This design comes from an exercise in tuning for small area on the open sky130 flow, not from production work. In this exercise RTL edits were held to simulation tests only and were not proved equivalent to the original. No activity file was given, so power comes from the tool's default toggle rates.

Setup of build 29:
==> flow/design.v (excerpt) <==
module weft_rx_lane (
    input  wire        clk,
    input  wire        rst,
    input  wire        rx_valid,
    input  wire [65:0] rx_word,
    input  wire        align_start,
    output reg         out_valid,
    output reg         out_ctrl,
    output reg  [63:0] out_data,
    output wire [2:0]  lane_state,
    output wire        block_lock,
    output wire        frame_lock,
    output reg  [6:0]  slip_count,
    output reg  [7:0]  align_count,
    output reg  [31:0] align_fail_count,
    output reg  [31:0] code_errors,
    output reg  [23:0] frame_seq,
    output reg  [7:0]  lane_index,
    output reg  [7:0]  lane_role
);
    localparam [7:0] T_FRAMING = 8'h1E;
    localparam [7:0] T_STUFF   = 8'h2D;
    localparam [7:0] T_SOAK    = 8'h33;
    localparam [7:0] T_WAKE    = 8'h4B;
    localparam [7:0] T_LINE    = 8'h55;
    localparam [7:0] T_SEGMENT = 8'h66;
    reg        st_al, st_up, st_ft;
    reg        ph_f1, ph_f2;
    reg [65:0] prev_word;
    reg [6:0]  slip;             
    reg [57:0] scr_hist;         
    reg [9:0]  cnt;              
    reg [1:0]  attempt;          
    reg [23:0] last_seq;         
    reg        frame_miss;       
    reg [62:0] inv_hist;         
    reg [3:0]  inv_cnt;          
    reg        mature;           
    wire [131:0] window = {rx_word, prev_word};
    wire [128:0] sh64 = {window[128:68], slip[6] ? window[131:64] : window[67:0]};
    wire [96:0]  sh32 = slip[5] ? sh64[128:32] : sh64[96:0];
    wire [80:0]  sh16 = slip[4] ? sh32[96:16]  : sh32[80:0];
    wire [72:0]  sh8  = slip[3] ? sh16[80:8]   : sh16[72:0];
    wire [68:0]  sh4  = slip[2] ? sh8[72:4]    : sh8[68:0];
    wire [66:0]  sh2  = slip[1] ? sh4[68:2]    : sh4[66:0];
    wire [65:0]  blk  = slip[0] ? sh2[66:1]    : sh2[65:0];
    wire        hdr_data = ~blk[0] &  blk[1];
    wire        hdr_ctrl =  blk[0] & ~blk[1];
    wire        hdr_ok   =  blk[0] ^  blk[1];
    wire [63:0] scr      = blk[65:2];
    wire [121:0] scr_ext = {scr, scr_hist};
    reg  [63:0]  pay;
    integer i;
    always @(*) begin
        for (i = 0; i < 64; i = i + 1)
            pay[i] = scr_ext[58 + i] ^ scr_ext[19 + i] ^ scr_ext[i];
    end
    wire [7:0]  ctype     = pay[7:0];
    wire [7:0]  f_lane    = pay[15:8];
    wire [23:0] f_seq     = {pay[23:16], pay[31:24], pay[39:32]};
  ...
Size in the first run: roughly 2,200 cells after synthesis, about 0.020 mm² of cells after synthesis.
==> flow/config.mk <==
export PLATFORM = sky130hd
export DESIGN_NAME = weft_rx_lane
export DESIGN_NICKNAME = weft_rx_lane
export VERILOG_FILES = /design/flow/design.v
export SDC_FILE = /design/flow/constraint.sdc
export NUM_CORES = 4
export LEC_CHECK = 0
export CAP_MARGIN = 0
export CORE_MARGIN = 2
export CORE_UTILIZATION = 40
export CTS_CLUSTER_DIAMETER = 100
export CTS_CLUSTER_SIZE = 25
export PLACE_DENSITY = 0.6
export SLEW_MARGIN = 0
==> flow/constraint.sdc <==
create_clock -name core_clock -period 12.0 [get_ports {clk}]
set_input_delay 2.4000 -clock core_clock [delete_from_list [all_inputs] [get_ports {clk}]]
set_output_delay 2.4000 -clock core_clock [all_outputs]
set_load 0.01 [all_outputs]
standard.sh (not shown) runs the stock make flow with config.mk's settings and CLKGATE_MAP_FILE= SYNTH_SCRIPT=/design/flow/synth_recipe.tcl, a recipe that flattens the netlist after the stock synthesis.
==> flow/flow/run.sh <==
#!/bin/bash
# Standard layout with two changes that only affect cell area:
#  1. after the standard synthesis, the combinational logic between the
#     (untouched) registers is re-mapped with an area-oriented ABC script;
#  2. the port buffers use the smallest buffer cell.
# Each tool's output goes to its own log in this folder.
set -euo pipefail
export BUFFER_PORTS_ARGS="-buffer_cell sky130_fd_sc_hd__buf_1"
R=orfs/results/$FLOW_PLATFORM/weft_rx_lane/base
bash standard.sh synth > synth.log 2>&1
cp $R/1_2_yosys.v std_synth.v
yosys -c flow/resynth.tcl > resynth.log 2>&1
cp resynth.v $R/1_2_yosys.v
rm -f $R/1_synth.odb
bash standard.sh > layout.log 2>&1
==> flow/flow/resynth.tcl <==
# Re-map the combinational logic of the standard synthesis for area.
# Registers are kept as black boxes, so their instances and names stay.
yosys -import
set lib $::env(FLOW_HOME)/platforms/$::env(FLOW_PLATFORM)/lib/sky130_fd_sc_hd__tt_025C_1v80.lib
set du {}
set f [open flow/dont_use.txt]
foreach c [split [read $f] "\n"] { if {$c ne ""} { lappend du -dont_use $c } }
close $f
read_liberty -ignore_miss_func $lib
setattr -mod -set keep_hierarchy 1 sky130_fd_sc_hd__*df* sky130_fd_sc_hd__*dl* sky130_fd_sc_hd__conb_1
read_verilog std_synth.v
hierarchy -top $::env(FLOW_TOP)
flatten
yosys rename -hide w:*.*
opt_clean -purge
abc -liberty $lib {*}$du -script "+strash; dch; amap; topo" $::env(FLOW_TOP)
opt_clean -purge
hilomap -singleton -hicell sky130_fd_sc_hd__conb_1 HI -locell sky130_fd_sc_hd__conb_1 LO
insbuf -buf sky130_fd_sc_hd__buf_1 A X
opt_clean -purge
select $::env(FLOW_TOP)
tee -o resynth_after.txt stat -liberty $lib
check $::env(FLOW_TOP)
write_verilog -noattr -nohex -nodec -selected resynth.v
Other scripts of this flow, unchanged in this note and not shown: flow/flow/dont_use.txt
Input-level comparison between build 50 and build 29:
Settings: changing SLEW_MARGIN from 0 to 20; changing CAP_MARGIN from 0 to 20; changing PLACE_DENSITY from 0.6 to 0.8; changing CORE_UTILIZATION from 40 to 60.
diff --git a/flow/flow/resynth.tcl b/flow/flow/resynth.tcl
--- a/flow/flow/resynth.tcl
+++ b/flow/flow/resynth.tcl
@@ -15,3 +15,3 @@
 opt_clean -purge
-abc -liberty $lib {*}$du -script "+strash; dch; amap; topo" $::env(FLOW_TOP)
+abc -liberty $lib {*}$du -script "+strash; dch; amap -F 10 -A 50; topo" $::env(FLOW_TOP)
 opt_clean -purge
--- outcome ---
- Cell area after synthesis, build 50 vs build 29: down slightly
- Min largest net degree at the start of global routing across build 29 and build 50: build 50
- Going from build 29 to build 50, growth of design area from synthesis to finish went down; final weighted congestion in routability-driven placement has increased; critical path depth higher; routed wire length moved down; portion of the layout cell area used by non-clock buffers rose 0.40 points.
- Buffer and inverter count on the worst path (build 50 over build 29): increase, 3
- Per the comparison of build 50 with build 29, power share of the combinational group moved down, starting density of the core moved up.
- Comparing build 29 and build 50, the lower total power was measured on build 50.
diff inputs: build 50 => build 95
Settings: changing PLACE_DENSITY from 0.8 to 0.6; changing CORE_UTILIZATION from 60 to 40.
==> comparison <==
The final layout from build 95, which completed every stage, passed the timing, DRC and antenna checks at the end of the flow. Wire length per cell delta (build 95 -> build 50): insignificant. In the metrics for build 50 and build 95, the one carrying the higher final design instance area without fill is build 95. Build 95 reports a higher time the final worst path needs with I/O delays and setup than build 50 does. Diff build 50 -> build 95 | wire length of the first global-routing pass | increase of 5.9%.
Modified inputs, build 26 compared to build 95
Settings: CTS_CLUSTER_DIAMETER removed (was 100); CTS_CLUSTER_SIZE removed (was 25).
diff --git a/flow/flow/resynth.tcl b/flow/flow/resynth.tcl
--- a/flow/flow/resynth.tcl
+++ b/flow/flow/resynth.tcl
@@ -15,3 +15,3 @@
 opt_clean -purge
-abc -liberty $lib {*}$du -script "+strash; dch; amap -F 10 -A 50; topo" $::env(FLOW_TOP)
+abc -liberty $lib {*}$du -script "+strash; dch; amap; topo" $::env(FLOW_TOP)
 opt_clean -purge
Findings:
- The die area in build 26 was higher than what build 95 gave.
- Compared to build 95, the routing of build 26 uses more wire.
- Diff build 95 -> build 26 | number of cells in the design after placement | increase of 3.4%
- Relative to build 95, total number of vias increased by 4.5% in build 26.
- Clock-buffer cell count: build 95 and build 26 compared, higher one is build 26
- In summary, build 26 completed successfully, with a layout that passed the timing, DRC and antenna checks.
- Relative to build 95, the final cell area reported for build 26 is higher.
- [compare] base=build 95 new=build 26: fraction of layout instances using a drive strength above 1 climbed 0.99 points; worst-case headroom to the max-slew limit lost 8.2 points; routed wire length on met2 now larger; switching power went up 11%.
> inputs changed (build 26 -> build 15)
Settings: putting CTS_CLUSTER_SIZE at 30 where nothing was set; putting CTS_CLUSTER_DIAMETER at 100 where nothing was set.
- Going from build 26 to build 15, routed length per instance grows by about 0.37%.
- Build 15 — smallest setup slack after layout 0.048 ns higher, build 26 as reference
- Comparing cell count for build 26 and build 15, the smaller number came from build 15.
Setup changes, build 15 to build 2
Settings: swapping 40 for 50 in CORE_UTILIZATION; swapping 0.6 for 0.7 in PLACE_DENSITY; putting GPL_TIMING_DRIVEN at 0 where nothing was set; swapping 30 for 25 in CTS_CLUSTER_SIZE.
diff --git a/flow/flow/resynth.tcl b/flow/flow/resynth.tcl
--- a/flow/flow/resynth.tcl
+++ b/flow/flow/resynth.tcl
@@ -15,3 +15,3 @@
 opt_clean -purge
-abc -liberty $lib {*}$du -script "+strash; dch; amap; topo" $::env(FLOW_TOP)
+abc -liberty $lib {*}$du -script "+strash; dch; amap -F 10 -A 50; topo" $::env(FLOW_TOP)
 opt_clean -purge
==> run summary <==
- Build 2: flow completed, timing, DRC and antenna clean
- Build 15: PASS, flow complete, no timing, DRC or antenna violations
- Delta (build 2 minus build 15): logic depth of the worst register-to-register path went up by 8; count of plain and timing-repair buffers dropped 8; end-of-flow core utilization higher; overall overflow remaining after global route about even.
- [build 2] total length of routed met2 wires fell about 10% relative to build 15
- Delta(design area, build 2 - build 15) < 0
- In build 2 the sequential share of layout area turned out 0.66 points higher than in build 15.
- Of the two values seen for launching instance or port of the critical path, slip[4] was produced by build 2 and rx_word[26] by build 15.
- Build 2 vs build 15 on path length in cells of the critical path: build 2 is the higher one.
- When build 2 is set beside build 15, its switching share of power turns out to be 1.4 points smaller.

========
## P
weft_rx_lane again, from the RTL that the note above started with.
// weft_rx_lane
module weft_rx_lane (
    input  wire        clk,
    input  wire        rst,
    input  wire        rx_valid,
    input  wire [65:0] rx_word,
    input  wire        align_start,
    output reg         out_valid,
    output reg         out_ctrl,
    output reg  [63:0] out_data,
    output wire [2:0]  lane_state,
    output wire        block_lock,
    output wire        frame_lock,
    output reg  [6:0]  slip_count,
    output reg  [7:0]  align_count,
    output reg  [31:0] align_fail_count,
    output reg  [31:0] code_errors,
    output reg  [23:0] frame_seq,
    output reg  [7:0]  lane_index,
    output reg  [7:0]  lane_role
);
export LEC_CHECK = 0
export CAP_MARGIN = 20
export CORE_MARGIN = 2
export CORE_UTILIZATION = 40
export CTS_BUF_LIST = sky130_fd_sc_hd__clkbuf_4
export PLACE_DENSITY = 0.6
export SLEW_MARGIN = 20
create_clock -name core_clock -period 12.0 [get_ports {clk}]
==> flow/flow/run.sh <==
#!/bin/bash
# Standard layout, but the port buffers use the smallest buffer cell.
set -euo pipefail
export BUFFER_PORTS_ARGS="-buffer_cell sky130_fd_sc_hd__buf_1"
bash standard.sh > flow.log 2>&1
diff inputs: P => Q
==> flow/run.sh (new file) <==
#!/bin/bash
# synth_recipe.tcl (not shown) runs the flow's synth.tcl, then flattens the netlist and writes it again
# the make line also repeats each setting of config.mk as NAME=value (left out here)
make -C /OpenROAD-flow-scripts/flow DESIGN_CONFIG=/design/flow/config.mk WORK_HOME=/design/flow/orfs CLKGATE_MAP_FILE= SYNTH_SCRIPT=/design/flow/synth_recipe.tcl finish
removed: flow/flow/run.sh
removed: flow/standard.sh
[summary]
Cell with the largest stage delay on the worst path: sky130_fd_sc_hd__a41oi_4 -> P, sky130_fd_sc_hd__a2111oi_0 -> Q
Side by side, global-route met1 utilization turned out lower in Q than in P.
Between Q and P, the final cell count without fillers does not differ in any meaningful way.
Taking P as the reference, in Q clock network fraction of design power fell 0.2 points, critical path depth went down by 1, logic gate share of total power climbed 1.4 points.
Looking at highest routed metal layer, the met5 result is from P; the met4 one comes from Q.
For R, these inputs were changed with respect to Q:
Settings: CTS_BUF_LIST: sky130_fd_sc_hd__clkbuf_4 -> unset.
- Any difference in proportion of final cell area spent on non-clock buffers between Q and R is small enough to ignore.
- ~same highest fanout seen on the critical path in R and Q
- Maximum clock rate on R is behind Q.

========
Setup of the previous run:
weft_rx_lane, a different RTL version from the one above (not shown whole).
Size in the first run: ~260 I/O pins, ~20000 um2 of cells after synthesis.
export LEC_CHECK = 0
export CAP_MARGIN = 20
export CORE_MARGIN = 2
export CORE_UTILIZATION = 40
export CTS_CLUSTER_DIAMETER = 100
export CTS_CLUSTER_SIZE = 25
export PLACE_DENSITY = 0.6
export SLEW_MARGIN = 20
create_clock -name core_clock -period 12.0 [get_ports {clk}]
==> flow/flow/run.sh <==
#!/bin/bash
# Standard layout with two changes that only affect cell area:
#  1. after the standard synthesis, the combinational logic between the
#     (untouched) registers is re-mapped with an area-oriented ABC script;
#  2. the port buffers use the smallest buffer cell.
# Each tool's output goes to its own log in this folder.
set -euo pipefail
export BUFFER_PORTS_ARGS="-buffer_cell sky130_fd_sc_hd__buf_1"
R=orfs/results/$FLOW_PLATFORM/weft_rx_lane/base
bash standard.sh synth > synth.log 2>&1
cp $R/1_2_yosys.v std_synth.v
# Area mapping with ABC's don't-care optimisation; if ABC fails on it,
# the same mapping without that step.
if ! RESYNTH_ABC="strash; dch; amap -F 10 -A 50; mfs3 -ae; topo" yosys -c flow/resynth.tcl > resynth.log 2>&1; then
  RESYNTH_ABC="strash; dch; amap -F 10 -A 50; topo" yosys -c flow/resynth.tcl > resynth_fallback.log 2>&1
fi
cp resynth.v $R/1_2_yosys.v
rm -f $R/1_synth.odb
bash standard.sh > layout.log 2>&1
Other scripts of this flow, unchanged in this note and not shown: flow/flow/dont_use.txt, flow/flow/resynth.tcl
[inputs] the current run vs the previous run
# the previous run
export LEC_CHECK = 0
export CAP_MARGIN = 20
export CORE_MARGIN = 2
export CORE_UTILIZATION = 40
export CTS_CLUSTER_DIAMETER = 100
export CTS_CLUSTER_SIZE = 25
export PLACE_DENSITY = 0.6
export SLEW_MARGIN = 20
create_clock -name core_clock -period 12.0 [get_ports {clk}]
# the current run
export LEC_CHECK = 0
export CAP_MARGIN = 20
export CORE_MARGIN = 2
export CORE_UTILIZATION = 50
export CTS_CLUSTER_DIAMETER = 100
export CTS_CLUSTER_SIZE = 25
export PLACE_DENSITY = 0.7
export SLEW_MARGIN = 20
create_clock -name core_clock -period 12.0 [get_ports {clk}]
[summary]
The run with more setup slack is the current run; the previous run has less.
NOTE clock group power the previous run->the current run decreased by a little under 10%
On critical path depth, the previous run tracks the current run almost exactly.
In the flow results for the previous run and the current run, the final standard cell count with taps included and fillers excluded is larger on the previous run.
The current run: fill cell instance count of the final layout 1277 below the previous run
Looking at combinational power share, the current run sits 0.2 points higher than the previous run does.
From the previous run to the current run the numbers moved as follows: peak clock frequency supported by timing went up about 4%; power went down by about 2.1%; total wire length after detailed routing moved down; flop-to-flop setup slack grew by 0.11 ns.

==> what the ideal ports hide <==
In the flow no input, the clock included, has a driving cell. The finished layouts below were timed again as built, in two steps. Step 1: set_driving_cell puts a clkbuf_16 on clk and a buf_2 on each other input, an assumption about the parent block. Step 2 also shifts input and output timing later by t, the mid clock arrival at the registers, as if the neighbouring blocks saw the same clock. a / b / c = no drivers / after step 1 / after step 2; a / b = the first two.
run | t (ns) | slack for setup (ns) | hold slack, ns | worst setup path after step 2 | worst register clock-pin slew, ns
build 29 | 0.615 | 2.175 / 2.217 / 1.602 | 0.425 / 0.425 / 0.425 | input to register | 0.11 / 0.11
build 50 | 0.599 | 2.667 / 2.684 / 2.085 | 0.424 / 0.424 / 0.424 | input to register | 0.11 / 0.11
build 95 | 0.641 | 2.636 / 2.675 / 2.035 | 0.421 / 0.421 / 0.421 | input to register | 0.11 / 0.11
build 26 | 0.645 | 2.201 / 2.244 / 1.600 | 0.413 / 0.413 / 0.413 | input to register | 0.07 / 0.07
build 15 | 0.611 | 2.250 / 2.288 / 1.678 | 0.427 / 0.427 / 0.427 | input to register | 0.12 / 0.12
build 2 | 0.607 | 1.272 / 1.272 / 1.272 | 0.423 / 0.423 / 0.423 | register to register | 0.10 / 0.10
P | 0.917 | 4.634 / 4.634 / 3.774 | 0.371 / 0.371 / 0.371 | input to register | 0.07 / 0.07
Q | 0.952 | 4.321 / 4.351 / 3.400 | 0.371 / 0.371 / 0.371 | input to register | 0.09 / 0.09
R | 0.641 | 4.050 / 4.080 / 3.439 | 0.404 / 0.404 / 0.404 | input to register | 0.07 / 0.07
the previous run | 0.631 | 1.368 / 1.396 / 0.764 | 0.417 / 0.417 / 0.417 | input to register | 0.10 / 0.10
the current run | 0.627 | 1.770 / 1.770 / 1.231 | 0.403 / 0.403 / 0.403 | input to register | 0.11 / 0.11
After both steps every run listed still meets setup and hold. For Q, which loses most, drivers alone change the setup slack by +0.030 ns; drivers and shift together by -0.921 ns.
